Source: an optimization exercise on an open RTL-to-GDS flow (aim: small area, a short achievable clock period and few clock cycles per item). Production flows keep margins and buffers that such runs may drop. RTL that was checked went through simulation tests only; none was proved equivalent to the original. No activity file was given, so power comes from the tool's default toggle rates.

## prs_decoder
module prs_decoder (
    input  wire        clk,
    input  wire        rst,           
    input  wire        in_valid,
    output wire        in_ready,
    input  wire [31:0] in_data,
    output wire        out_valid,
    input  wire        out_ready,
    output wire [14:0] out_sample,
    output wire        out_last
);
    integer i;
    reg  [3:0]  bw;             
    reg         nxt_v;
    reg  [3:0]  nK;
    reg  [2:0]  nes;            
    reg         nsgn;
    reg  [31:0] B0, B1;         
    reg         B0v, B1v;
    reg         in_rdy;
    wire exp_ctrl  = (bw == 4'd0);
    assign in_ready = in_rdy;
    wire in_fire   = in_valid && in_rdy;
    wire ctrl_fire = in_fire && exp_ctrl;
    wire body_fire = in_fire && !exp_ctrl;
    wire [31:0] in_s;
    genvar gi;
    generate
        for (gi = 0; gi < 32; gi = gi + 1) begin : g_ord
            assign in_s[gi] = in_data[8 * (gi / 8) + 7 - (gi % 8)];
        end
    endgenerate
    reg         cur_v;
    reg  [3:0]  K;
    reg  [2:0]  es;
    reg         sgn;
    reg  [4:0]  idx;            
    reg  [4:0]  ptr;            
    reg  [15:0] lacc;           
    reg         chk;            
    wire        rawblk  = (K == 4'd15);
    wire        rawmode = rawblk || (idx[4:1] == 4'd0);
    wire        last    = (idx == 5'd31);
    wire [63:0] cbuf = {B1, B0};
    wire [21:0] w    = cbuf >> ptr;           
    reg  [21:0] wr;                            
    always @(*) for (i = 0; i < 22; i = i + 1) wr[i] = w[21 - i];
  ...
export LEC_CHECK = 0
export CAP_MARGIN = 20
export CORE_MARGIN = 2
export CORE_UTILIZATION = 60
export SLEW_MARGIN = 20
create_clock -name core_clock -period 20.0 [get_ports {clk}]
standard.sh (not shown) runs the stock make flow with config.mk's settings and CLKGATE_MAP_FILE= SYNTH_SCRIPT=/design/flow/synth_recipe.tcl, a recipe that flattens the netlist after the stock synthesis.
==> flow/flow/run.sh <==
#!/bin/bash
# The standard layout, with repair_timing asked to leave 14.5 ns of setup slack
# at the design's clock (and free to resize cells to other footprints), which
# shortens the critical path of the layout.
set -uo pipefail
bash standard.sh SETUP_SLACK_MARGIN=14.5 MATCH_CELL_FOOTPRINT=0 finish > make.log 2>&1
The starting point completed without violations.
Testbench counts at the start, summed over its fixed seeds: cycles 17,368, blocks 512.
Next try:
==> flow/run.sh (new file) <==
#!/bin/bash
# synth_recipe.tcl (not shown) runs the flow's synth.tcl, then flattens the netlist and writes it again
# the make line also repeats each setting of config.mk as NAME=value (left out here)
make -C /OpenROAD-flow-scripts/flow DESIGN_CONFIG=/design/flow/config.mk WORK_HOME=/design/flow/orfs CLKGATE_MAP_FILE= SYNTH_SCRIPT=/design/flow/synth_recipe.tcl finish
CORE_UTILIZATION = 40   (was 60)
removed: flow/flow/run.sh
removed: flow/standard.sh
=>
- The changed run passed the timing, design-rule and antenna checks
- total power came out lower by a few percent
- area after synthesis is unchanged
- count of clock-buffer cells in the layout came out lower by 4
- final area came out lower slightly
- final cell count came out higher by a little under a tenth
Next try:
==> flow/flow/run.sh (new file) <==
#!/bin/bash
# The standard layout, with repair_timing asked to leave 14.5 ns of setup slack
# at the design's clock (and free to resize cells to other footprints), which
# shortens the critical path of the layout.
set -uo pipefail
bash standard.sh SETUP_SLACK_MARGIN=14.5 MATCH_CELL_FOOTPRINT=0 finish > make.log 2>&1
==> flow/standard.sh (new file) <==
#!/bin/bash
# synth_recipe.tcl (not shown) runs the flow's synth.tcl, then flattens the netlist and writes it again
# the make line also repeats each setting of config.mk as NAME=value (left out here)
make -C /OpenROAD-flow-scripts/flow DESIGN_CONFIG=/design/flow/config.mk WORK_HOME=/design/flow/orfs CLKGATE_MAP_FILE= SYNTH_SCRIPT=/design/flow/synth_recipe.tcl "${@:-finish}"
removed: flow/run.sh
Area after synthesis does not change.
Via count grows slightly.
Final area climbs by a few percent.
Routed wire length increases by a few percent.
Next try:
==> flow/flow/run.sh (replaced) <==
#!/bin/bash
# The standard layout, with two changes to how it is made:
# - repair_timing is asked to leave 15 ns of setup slack at the design's
#   clock (and may resize cells to other footprints), which shortens the
#   layout's critical path;
# - every input and output port still gets a buffer, but a plain buf_2
#   instead of the slower delay buffer buffer_ports picks by default.
set -uo pipefail
bash standard.sh SETUP_SLACK_MARGIN=15 MATCH_CELL_FOOTPRINT=0 \
  "BUFFER_PORTS_ARGS=-buffer_cell sky130_fd_sc_hd__buf_2" finish > make.log 2>&1
The changed run passed the timing, design-rule and antenna checks. Non-clock buffer count grows by 48. Sequential cell count stays the same. Via count increases slightly. Sequential share of layout area falls by 0.76 points. Total power grows by a few percent. Clock-buffer cell count climbs by 1.
Next try:
==> flow/flow/run.sh (replaced) <==
#!/bin/bash
# The standard layout, with repair_timing asked to leave 14.2 ns of setup slack
# at the design's clock (and free to resize cells to other footprints), which
# shortens the critical path of the layout.
set -uo pipefail
bash standard.sh SETUP_SLACK_MARGIN=14.2 MATCH_CELL_FOOTPRINT=0 finish > make.log 2>&1
After rerunning:
- final area decreases by 3.6%
- cell count decreases by 2.0%
- hold slack stays flat
- clock-buffer cell count decreases by 1
- non-clock buffer count decreases by 55
- die area is unchanged
- setup slack gets worse by 230 ps
- clock power increases by 8.7%
- total power decreases by 5.0%
- clock skew is about the same
- global-route usage decreases by 1.1 points

prs_decoder, a different RTL version from the one above (not shown whole).
For scale: ~2000 cells after synthesis, about 54 I/O pins, ~19000 um2 of cells after synthesis.
clock: 20.0 ns
lec_check: 0
cap_margin: 20
core_margin: 2
core_utilization: 40
slew_margin: 20
==> flow/flow/run.sh <==
#!/bin/bash
# The standard layout, with repair_timing asked to leave 15 ns of setup slack
# at the design's clock (and free to resize cells to other footprints), which
# shortens the critical path of the layout.
set -uo pipefail
bash standard.sh SETUP_SLACK_MARGIN=15 MATCH_CELL_FOOTPRINT=0 finish > make.log 2>&1
The baseline passed the timing, design-rule and antenna checks.
Change:
==> flow/flow/run.sh (replaced) <==
#!/bin/bash
# The standard layout, with repair_timing asked to leave 15.5 ns of setup slack
# at the design's clock (and free to resize cells to other footprints), which
# shortens the critical path of the layout.
set -uo pipefail
bash standard.sh SETUP_SLACK_MARGIN=15.5 MATCH_CELL_FOOTPRINT=0 finish > make.log 2>&1
After rerunning: Setup slack gets worse by 160 ps. Sequential share of layout area shrinks by 2.6 points. Die area is unchanged. Cell count rises by 4.0%. Cell area is higher by 11%. Synthesized area stays the same. Sequential cell count is unchanged.
Change:
==> flow/flow/run.sh (replaced) <==
#!/bin/bash
# The standard layout, with repair_timing asked to leave 14.5 ns of setup slack
# at the design's clock (and free to resize cells to other footprints), which
# shortens the critical path of the layout.
set -uo pipefail
bash standard.sh SETUP_SLACK_MARGIN=14.5 MATCH_CELL_FOOTPRINT=0 finish > make.log 2>&1
Result: The new run passed the timing, design-rule and antenna checks. Area after synthesis is unchanged. Critical path depth went down by 2. Worst setup slack gains 87 ps. Wire length decreases by a little under a tenth. Combinational power falls by a quarter to a third. Worst hold slack is about the same. Non-clock buffer count shrinks by 160. Die area is unchanged. Clock-buffer cell count fell by 2. Register-to-register slack loses 580 ps. First-iteration DRC count decreases by a few percent.
Change:
==> flow/flow/run.sh (replaced) <==
#!/bin/bash
# The standard layout, with two changes to how it is made:
# - repair_timing is asked to leave 15 ns of setup slack at the design's
#   clock (and may resize cells to other footprints), which shortens the
#   layout's critical path;
# - every input and output port still gets a buffer, but a plain buf_2
#   instead of the slower delay buffer buffer_ports picks by default.
set -uo pipefail
bash standard.sh SETUP_SLACK_MARGIN=15 MATCH_CELL_FOOTPRINT=0 \
  "BUFFER_PORTS_ARGS=-buffer_cell sky130_fd_sc_hd__buf_2" finish > make.log 2>&1
Outcome: The new run finished clean; register-to-register slack gets better by 410 ps; worst setup slack gets worse by 11 ps; combinational power rises by about 10%; power rises by 6.1%; clock skew stays flat; routed wire length hardly moves; maximum frequency barely changes; count of clock-buffer cells in the layout falls by 1; sequential cell count does not change; worst hold slack gets better by 10 ps.
No functional check of the RTL was part of any run of this note.

== job 101 ==
Another version of the RTL of prs_decoder (not shown whole).
Size: roughly 2000 cells after synthesis, about 210 flip-flops, roughly 54 I/O pins, ~19000 um^2 of cells after synthesis.
clock: 20.0 ns
lec_check: 0
cap_margin: 20
core_margin: 2
core_utilization: 40
cts_cluster_diameter: 80
cts_cluster_size: 20
slew_margin: 20
==> flow/flow/run.sh <==
#!/bin/bash
# The standard layout, with two changes to how it is made:
# - repair_timing is asked to leave 14.95 ns of setup slack at the design's
#   clock (and may resize cells to other footprints), which shortens the
#   layout's critical path;
# - every input and output port still gets a buffer, but a plain buf_2
#   instead of the slower delay buffer buffer_ports picks by default.
set -uo pipefail
bash standard.sh SETUP_SLACK_MARGIN=14.95 MATCH_CELL_FOOTPRINT=0 \
  "BUFFER_PORTS_ARGS=-buffer_cell sky130_fd_sc_hd__buf_2" finish > make.log 2>&1
Job 101 did not stop at any stage, and its layout met the timing, design-rule and antenna checks.
Testbench counts of job 101, summed over its fixed seeds: cycles 17,368, blocks 512.
What job 102 does differently from job 101 at the input level:
Settings: CTS_CLUSTER_DIAMETER no longer set, was 80; CTS_CLUSTER_SIZE no longer set, was 20.
-- flow/flow/run.sh --
<<< job 101, line 3
# - repair_timing is asked to leave 14.95 ns of setup slack at the design's
>>> job 102, line 3
# - repair_timing is asked to leave 15 ns of setup slack at the design's
<<< job 101, line 9
bash standard.sh SETUP_SLACK_MARGIN=14.95 MATCH_CELL_FOOTPRINT=0 \
>>> job 102, line 9
bash standard.sh SETUP_SLACK_MARGIN=15 MATCH_CELL_FOOTPRINT=0 \
==> run notes <==
Diff job 102..job 101 | maximum net fanout on the critical path | unchanged
Worst setup slack sits lower in job 102 than in job 101.
The global-route usage of job 102 is higher than that of job 101.
What job 103 does differently from job 102 at the input level:
-- flow/flow/run.sh --
<<< job 102, line 3
# - repair_timing is asked to leave 15 ns of setup slack at the design's
>>> job 103, line 3
# - repair_timing is asked to leave 15.2 ns of setup slack at the design's
<<< job 102, line 9
bash standard.sh SETUP_SLACK_MARGIN=15 MATCH_CELL_FOOTPRINT=0 \
>>> job 103, line 9
bash standard.sh SETUP_SLACK_MARGIN=15.2 MATCH_CELL_FOOTPRINT=0 \
==> run notes <==
Job 102 → job 103: final cycle utilization of the critical path essentially unchanged, actual transition at the worst max-transition pin saw little to no change, final total power moved up, clock network power share lost 1.1 points.
> inputs changed (job 103 -> job 104)
Settings: setting CTS_CLUSTER_DIAMETER to 80 for the first time; setting CTS_CLUSTER_SIZE to 20 for the first time.
-- flow/flow/run.sh --
<<< job 103, line 3
# - repair_timing is asked to leave 15.2 ns of setup slack at the design's
>>> job 104, line 3
# - repair_timing is asked to leave 15 ns of setup slack at the design's
<<< job 103, line 9
bash standard.sh SETUP_SLACK_MARGIN=15.2 MATCH_CELL_FOOTPRINT=0 \
>>> job 104, line 9
bash standard.sh SETUP_SLACK_MARGIN=15 MATCH_CELL_FOOTPRINT=0 \
==> run notes <==
- Compared with job 103, placement density in the core of job 104 is lower.
- Job 104 vs job 103 — first-pass GRT wire length dropped by a few percent
- The wire length on met3 in job 103 is 1.17 times that in job 104.
- | share of total power in the clock network | job 104 vs job 103 | 1.8 points lower |
- A worst setup path endpoint of out_sample[12] is what job 103 shows, while out_last belongs to job 104.
- Job 104 vs job 103, final critical path time including I/O delays and setup went down by 0.019 ns.
- Going from job 103 to job 104, the total power was found to have gone down by 11%.
- Compared with job 103, job 104 shows a count of buffers added by post-CTS timing repair for setup that is 6 lower.

== run 1 ==
Starting RTL as in the previous note.
Settings: LEC_CHECK=0, CAP_MARGIN=20, CORE_MARGIN=2, CORE_UTILIZATION=40, SLEW_MARGIN=20; clock period 20.0 ns.
==> flow/flow/run.sh <==
#!/bin/bash
# The standard layout, with two changes to how it is made:
# - repair_timing is asked to leave 14.7 ns of setup slack at the design's
#   clock (and may resize cells to other footprints), which shortens the
#   layout's critical path;
# - every input and output port still gets a buffer, but a plain buf_2
#   instead of the slower delay buffer buffer_ports picks by default.
set -uo pipefail
bash standard.sh SETUP_SLACK_MARGIN=14.7 MATCH_CELL_FOOTPRINT=0 \
  "BUFFER_PORTS_ARGS=-buffer_cell sky130_fd_sc_hd__buf_2" finish > make.log 2>&1
Testbench counts of run 1, summed over its fixed seeds: cycles 17,368, blocks 512.
> inputs changed (run 1 -> run 2)
# run 1
export LEC_CHECK = 0
export CAP_MARGIN = 20
export CORE_MARGIN = 2
export CORE_UTILIZATION = 40
export SLEW_MARGIN = 20
create_clock -name core_clock -period 20.0 [get_ports {clk}]
# run 2
export LEC_CHECK = 0
export CAP_MARGIN = 20
export CORE_MARGIN = 2
export CORE_UTILIZATION = 50
export SLEW_MARGIN = 20
create_clock -name core_clock -period 20.0 [get_ports {clk}]
==> flow/flow/run.sh <==
#!/bin/bash
# The standard layout, with two changes to how it is made:
# - repair_timing is asked to leave 15 ns of setup slack at the design's
#   clock (and may resize cells to other footprints), which shortens the
#   layout's critical path;
# - every input and output port still gets a buffer, but a plain buf_2
#   instead of the slower delay buffer buffer_ports picks by default.
set -uo pipefail
bash standard.sh SETUP_SLACK_MARGIN=15 MATCH_CELL_FOOTPRINT=0 \
  "BUFFER_PORTS_ARGS=-buffer_cell sky130_fd_sc_hd__buf_2" finish > make.log 2>&1
Findings:
- Changes observed in run 2 relative to run 1: finished layout cell area went up, time the final worst path needs with I/O delays and setup now larger, synthesis-to-layout area growth higher, critical path depth about even, routed wire length higher.
- Global-route usage is lower on run 1

## separate check: timing with driven ports
How much do the figures lean on ideal ports? The routed layouts below were timed once more, with nothing changed but the port constraints.
Step 1 (the two cells are an assumption about what drives the block):
set clk [get_ports {clk}]
set_driving_cell -lib_cell sky130_fd_sc_hd__clkbuf_16 $clk
set_driving_cell -lib_cell sky130_fd_sc_hd__buf_2 [delete_from_list [all_inputs] $clk]
Step 2, shift: input delay + t, output delay - t, t = (earliest + latest rising clock arrival at the registers) / 2. This alone moves slack from input paths to output paths.
Three values: no drivers, after step 1, after step 2; two values: the first two.
| run | t (ns) | setup WS [ns] | worst data-port slew with drivers (ns) |
|---|---|---|---|
| the first run of note 1 | 0.516 | 14.413 / 14.355 / 14.199 | 0.04 |
| the second run of note 1 | 0.512 | 13.682 / 13.682 / 13.682 | 0.04 |
| the third run of note 1 | 0.515 | 14.544 / 14.490 / 14.198 | 0.04 |
| the fourth run of note 1 | 0.535 | 14.480 / 14.425 / 14.483 | 0.04 |
| the fifth run of note 1 | 0.514 | 14.250 / 14.195 / 13.994 | 0.04 |
| the first run of note 2 | 0.554 | 14.524 / 14.468 / 14.604 | 0.04 |
| the second run of note 2 | 0.562 | 14.366 / 14.306 / 14.868 | 0.05 |
| the third run of note 2 | 0.553 | 14.453 / 14.395 / 14.196 | 0.05 |
| the fourth run of note 2 | 0.546 | 14.442 / 14.385 / 14.726 | 0.04 |
| job 101 | 0.584 | 14.953 / 14.897 / 14.621 | 0.04 |
| job 102 | 0.617 | 14.938 / 14.882 / 14.597 | 0.04 |
| job 103 | 0.619 | 14.947 / 14.890 / 14.702 | 0.04 |
| job 104 | 0.583 | 14.966 / 14.912 / 14.610 | 0.04 |
| run 1 | 0.608 | 14.913 / 14.860 / 14.328 | 0.04 |
| run 2 | 0.608 | 14.890 / 14.837 / 14.633 | 0.04 |
After both steps every run listed still meets setup and hold. The setup slack of run 1, which loses most, moves by -0.053 ns with the drivers and by -0.585 ns with both steps.
